This is an optimization exercise on Yosys and OpenROAD, whose aim is small area, not a production implementation.

== pepper ==
==> flow/design.v <==
module ecc_dec (
    input  wire         clk,
    input  wire         rst,
    input  wire         in_valid,
    input  wire [639:0] line_in,
    input  wire [45:0]  addr,
    output reg          out_valid,
    output reg  [511:0] data_out,
    output reg          err,
    output reg  [2:0]   kind,
    output reg  [3:0]   device,
    output reg  [7:0]   syn0,
    output reg  [7:0]   syn1,
    output reg  [7:0]   swmask
);
    function [7:0] xtime;
        input [7:0] b;
        xtime = {b[6:0], 1'b0} ^ (b[7] ? 8'h1D : 8'h00);
    endfunction
    wire [63:0] ad = {18'd0, addr};
    reg [63:0]  s0, s1;
    reg [7:0]   acc, u;
    reg [79:0]  nz;         
    reg [7:0]   clean;
    reg [9:0]   rest_name;  
    reg [9:0]   all_name;   
    reg         all_clean, is_ce, mark0, is_mark;
    reg [3:0]   ce_dev, rest_dev, cdev_c;
    reg [2:0]   kind_c;
    reg [7:0]   syn0_c, syn1_c;
    reg         found;
    reg [511:0] data_c;
    integer j, k;
    always @(*) begin
        for (j = 0; j < 8; j = j + 1) begin
            s0[8*j +: 8] = ad[8*j +: 8];
            acc = 8'h00;
            for (k = 9; k >= 0; k = k - 1) begin
                s0[8*j +: 8] = s0[8*j +: 8] ^ line_in[8*(10*j+k) +: 8];
                acc = xtime(acc) ^ line_in[8*(10*j+k) +: 8];
            end
            s1[8*j +: 8] = acc;
            clean[j] = ~|{s0[8*j +: 8], s1[8*j +: 8]};
            u = s0[8*j +: 8];
            for (k = 0; k < 10; k = k + 1) begin
                nz[10*j+k] = |(s1[8*j +: 8] ^ u);
                u = xtime(u);
            end
            for (k = 0; k < 8; k = k + 1)
                data_c[8*(8*j+k) +: 8] = line_in[8*(10*j+k) +: 8];
        end
        for (k = 0; k < 10; k = k + 1) begin
            rest_name[k] = 1'b1;
            for (j = 1; j < 8; j = j + 1)
                rest_name[k] = rest_name[k] & ~nz[10*j+k];
            all_name[k] = rest_name[k] & ~nz[k];
        end
        all_clean = &clean;
        is_ce     = !all_clean && (|all_name);
        mark0     = (s0[7:0] == 8'h00) && (s1[7:0] >= 8'd1) && (s1[7:0] <= 8'd5);
        is_mark   = mark0 && (|rest_name);
        ce_dev   = 4'd0;
        rest_dev = 4'd0;
        for (k = 0; k < 10; k = k + 1) begin
            if (all_name[k])  ce_dev   = ce_dev   | k[3:0];
            if (rest_name[k]) rest_dev = rest_dev | k[3:0];
        end
        cdev_c = is_ce ? ce_dev : rest_dev;
        if (all_clean || is_ce) kind_c = 3'd0;
        else if (is_mark)       kind_c = s1[2:0] + 3'd1;
        else                    kind_c = 3'd1;
        syn0_c = 8'h00;
        syn1_c = 8'h00;
        found  = 1'b0;
        for (j = 0; j < 8; j = j + 1) begin
            if (!found) begin
                syn0_c = s0[8*j +: 8];
                syn1_c = s1[8*j +: 8];
            end
            found = found | !clean[j];
        end
    end
    reg [511:0] data_r;
    reg [63:0]  s0_r;
    reg [3:0]   cdev_r;    
    reg [2:0]   kind_r;
    reg [7:0]   swmask_r, syn0_r, syn1_r;
    always @(posedge clk) begin
        if (rst) out_valid <= 1'b0;
        else     out_valid <= in_valid;
        data_r   <= data_c;
        s0_r     <= s0;
        cdev_r   <= cdev_c;
        kind_r   <= kind_c;
        swmask_r <= ~clean;
        syn0_r   <= syn0_c;
        syn1_r   <= syn1_c;
    end
    reg       fix, ce_r;
    reg [7:0] en;
    always @(*) begin
        fix = (kind_r != 3'd1);                
        for (k = 0; k < 8; k = k + 1)
            en[k] = fix && (cdev_r == k);
        for (j = 0; j < 8; j = j + 1)
            for (k = 0; k < 8; k = k + 1)
                data_out[8*(8*j+k) +: 8] = data_r[8*(8*j+k) +: 8] ^ (en[k] ? s0_r[8*j +: 8] : 8'h00);
        err    = |swmask_r;
        ce_r   = err && (kind_r == 3'd0);
        device = ce_r ? cdev_r : 4'd0;
        kind   = kind_r;
        syn0   = syn0_r;
        syn1   = syn1_r;
        swmask = swmask_r;
    end
endmodule
export LEC_CHECK = 0
export CAP_MARGIN = 20
export CORE_AREA = 2 2 348 348
export DIE_AREA = 0 0 350 350
export PLACE_DENSITY = 0.6
export SLEW_MARGIN = 20
create_clock -name core_clock -period 6.0 [get_ports {clk}]
standard.sh (not shown) runs the stock make flow with config.mk's settings and CLKGATE_MAP_FILE= SYNTH_SCRIPT=/design/flow/synth_recipe.tcl, a recipe that flattens the netlist after the stock synthesis.
==> flow/flow/run.sh <==
#!/bin/bash
# Standard layout with two changes: the port buffers are buf_1 cells (the
# resizer upsizes those on critical paths), and the 3-input xor/xnor cells
# are left out (two 2-input cells are smaller).
export BUFFER_PORTS_ARGS="-buffer_cell sky130_fd_sc_hd__buf_1"
bash standard.sh "DONT_USE_CELLS=sky130_fd_sc_hd__probe_p_8 sky130_fd_sc_hd__probec_p_8 sky130_fd_sc_hd__lpflow_bleeder_1 sky130_fd_sc_hd__lpflow_clkbufkapwr_1 sky130_fd_sc_hd__lpflow_clkbufkapwr_16 sky130_fd_sc_hd__lpflow_clkbufkapwr_2 sky130_fd_sc_hd__lpflow_clkbufkapwr_4 sky130_fd_sc_hd__lpflow_clkbufkapwr_8 sky130_fd_sc_hd__lpflow_clkinvkapwr_1 sky130_fd_sc_hd__lpflow_clkinvkapwr_16 sky130_fd_sc_hd__lpflow_clkinvkapwr_2 sky130_fd_sc_hd__lpflow_clkinvkapwr_4 sky130_fd_sc_hd__lpflow_clkinvkapwr_8 sky130_fd_sc_hd__lpflow_decapkapwr_12 sky130_fd_sc_hd__lpflow_decapkapwr_3 sky130_fd_sc_hd__lpflow_decapkapwr_4 sky130_fd_sc_hd__lpflow_decapkapwr_6 sky130_fd_sc_hd__lpflow_decapkapwr_8 sky130_fd_sc_hd__lpflow_inputiso0n_1 sky130_fd_sc_hd__lpflow_inputiso0p_1 sky130_fd_sc_hd__lpflow_inputiso1n_1 sky130_fd_sc_hd__lpflow_inputiso1p_1 sky130_fd_sc_hd__lpflow_inputisolatch_1 sky130_fd_sc_hd__lpflow_isobufsrc_1 sky130_fd_sc_hd__lpflow_isobufsrc_16 sky130_fd_sc_hd__lpflow_isobufsrc_2 sky130_fd_sc_hd__lpflow_isobufsrc_4 sky130_fd_sc_hd__lpflow_isobufsrc_8 sky130_fd_sc_hd__lpflow_isobufsrckapwr_16 sky130_fd_sc_hd__lpflow_lsbuf_lh_hl_isowell_tap_1 sky130_fd_sc_hd__lpflow_lsbuf_lh_hl_isowell_tap_2 sky130_fd_sc_hd__lpflow_lsbuf_lh_hl_isowell_tap_4 sky130_fd_sc_hd__lpflow_lsbuf_lh_isowell_4 sky130_fd_sc_hd__lpflow_lsbuf_lh_isowell_tap_1 sky130_fd_sc_hd__lpflow_lsbuf_lh_isowell_tap_2 sky130_fd_sc_hd__lpflow_lsbuf_lh_isowell_tap_4 sky130_fd_sc_hd__xor3_1 sky130_fd_sc_hd__xor3_2 sky130_fd_sc_hd__xor3_4 sky130_fd_sc_hd__xnor3_1 sky130_fd_sc_hd__xnor3_2 sky130_fd_sc_hd__xnor3_4" finish > standard.log 2>&1
Setup changes, pepper to tundra
==> flow/design.v <==
module ecc_dec (
    input  wire         clk,
    input  wire         rst,
    input  wire         in_valid,
    input  wire [639:0] line_in,
    input  wire [45:0]  addr,
    output reg          out_valid,
    output reg  [511:0] data_out,
    output reg          err,
    output reg  [2:0]   kind,
    output reg  [3:0]   device,
    output reg  [7:0]   syn0,
    output reg  [7:0]   syn1,
    output reg  [7:0]   swmask
);
    function [7:0] xtime;
        input [7:0] b;
        xtime = {b[6:0], 1'b0} ^ (b[7] ? 8'h1D : 8'h00);
    endfunction
    wire [63:0] ad = {18'd0, addr};
    reg [63:0]  s0, s1;
    reg [7:0]   acc, u;
    reg [79:0]  nz;         
    reg [7:0]   clean;
    reg [9:0]   rest_name;  
    reg [9:0]   all_name;   
    reg         all_clean, is_ce, mark0, is_mark;
    reg [3:0]   ce_dev, rest_dev, cdev_c;
    reg [2:0]   kind_c;
    reg [7:0]   syn1_c;
    reg         found;
    reg [511:0] data_c;
    integer j, k;
    always @(*) begin
        for (j = 0; j < 8; j = j + 1) begin
            s0[8*j +: 8] = ad[8*j +: 8];
            acc = 8'h00;
            for (k = 9; k >= 0; k = k - 1) begin
                s0[8*j +: 8] = s0[8*j +: 8] ^ line_in[8*(10*j+k) +: 8];
                acc = xtime(acc) ^ line_in[8*(10*j+k) +: 8];
            end
            s1[8*j +: 8] = acc;
            clean[j] = ~|{s0[8*j +: 8], s1[8*j +: 8]};
            u = s0[8*j +: 8];
            for (k = 0; k < 10; k = k + 1) begin
                nz[10*j+k] = |(s1[8*j +: 8] ^ u);
                u = xtime(u);
            end
            for (k = 0; k < 8; k = k + 1)
                data_c[8*(8*j+k) +: 8] = line_in[8*(10*j+k) +: 8];
        end
        for (k = 0; k < 10; k = k + 1) begin
            rest_name[k] = 1'b1;
            for (j = 1; j < 8; j = j + 1)
                rest_name[k] = rest_name[k] & ~nz[10*j+k];
            all_name[k] = rest_name[k] & ~nz[k];
        end
        all_clean = &clean;
        is_ce     = !all_clean && (|all_name);
        mark0     = (s0[7:0] == 8'h00) && (s1[7:0] >= 8'd1) && (s1[7:0] <= 8'd5);
        is_mark   = mark0 && (|rest_name);
        ce_dev   = 4'd0;
        rest_dev = 4'd0;
        for (k = 0; k < 10; k = k + 1) begin
            if (all_name[k])  ce_dev   = ce_dev   | k[3:0];
            if (rest_name[k]) rest_dev = rest_dev | k[3:0];
        end
        cdev_c = is_ce ? ce_dev : rest_dev;
        if (all_clean || is_ce) kind_c = 3'd0;
        else if (is_mark)       kind_c = s1[2:0] + 3'd1;
        else                    kind_c = 3'd1;
        syn1_c = 8'h00;
        found  = 1'b0;
        for (j = 0; j < 8; j = j + 1) begin
            if (!found) syn1_c = s1[8*j +: 8];
            found = found | !clean[j];
        end
    end
    reg [511:0] data_r;
    reg [63:0]  s0_r;
    reg [3:0]   cdev_r;    
    reg [2:0]   kind_r;
    reg [7:0]   swmask_r, syn1_r;
    always @(posedge clk) begin
        if (rst) out_valid <= 1'b0;
        else     out_valid <= in_valid;
        data_r   <= data_c;
        s0_r     <= s0;
        cdev_r   <= cdev_c;
        kind_r   <= kind_c;
        swmask_r <= ~clean;
        syn1_r   <= syn1_c;
    end
    reg       fix, ce_r, found_r;
    reg [7:0] en;
    always @(*) begin
        fix = (kind_r != 3'd1);                
        for (k = 0; k < 8; k = k + 1)
            en[k] = fix && (cdev_r == k);
        for (j = 0; j < 8; j = j + 1)
            for (k = 0; k < 8; k = k + 1)
                data_out[8*(8*j+k) +: 8] = data_r[8*(8*j+k) +: 8] ^ (en[k] ? s0_r[8*j +: 8] : 8'h00);
        err    = |swmask_r;
        ce_r   = err && (kind_r == 3'd0);
        device = ce_r ? cdev_r : 4'd0;
        kind   = kind_r;
        syn0    = 8'h00;
        found_r = 1'b0;
        for (j = 0; j < 8; j = j + 1) begin
            if (!found_r) syn0 = s0_r[8*j +: 8];
            found_r = found_r | swmask_r[j];
        end
        syn1   = syn1_r;
        swmask = swmask_r;
    end
endmodule
--- outcome ---
- Re critical path data arrival time: pepper and tundra aren't equal, and the higher value belongs to tundra.
- Layout overhead on the synthesized area: tundra vs pepper up 1.8 points
- Initial antenna violation count is lower on pepper
- Fmax for tundra is lower than for pepper.
- tundra reports its end point of the critical path as cdev_r[0] while pepper reports kind_r[2].
- Aggregate routed wire length: pepper and tundra compared, lower one is pepper
Function was not checked in any run of this note: the RTL went through the layout flow alone.

separate check: timing with driven ports:
The results above use ideal ports. As a check the final layouts listed here were re-extracted and re-timed, cells and wires unchanged.
Step 1, drivers: a clkbuf_16 drives clk and a buf_2 each remaining input, both assumed.
Step 2 adds t to the input delays and takes it off the output delays; t is the mean of the earliest and latest rising clock arrival at the registers after step 1. Input paths then give back, and output paths get back, about the clock's delay inside the block.
Three values: no drivers, after step 1, after step 2; two values: the first two.
run	shift t [ns]	setup WS [ns]	worst register clock-pin slew, ns
pepper	0.744	0.457 / 0.505 / -0.238	0.07 / 0.07
tundra	0.760	0.213 / 0.161 / -0.599	0.08 / 0.08
With both steps, setup timing fails in pepper and tundra, where it was met with ideal ports. For tundra, which loses most, drivers alone change the setup slack by -0.052 ns; drivers and shift together by -0.812 ns.
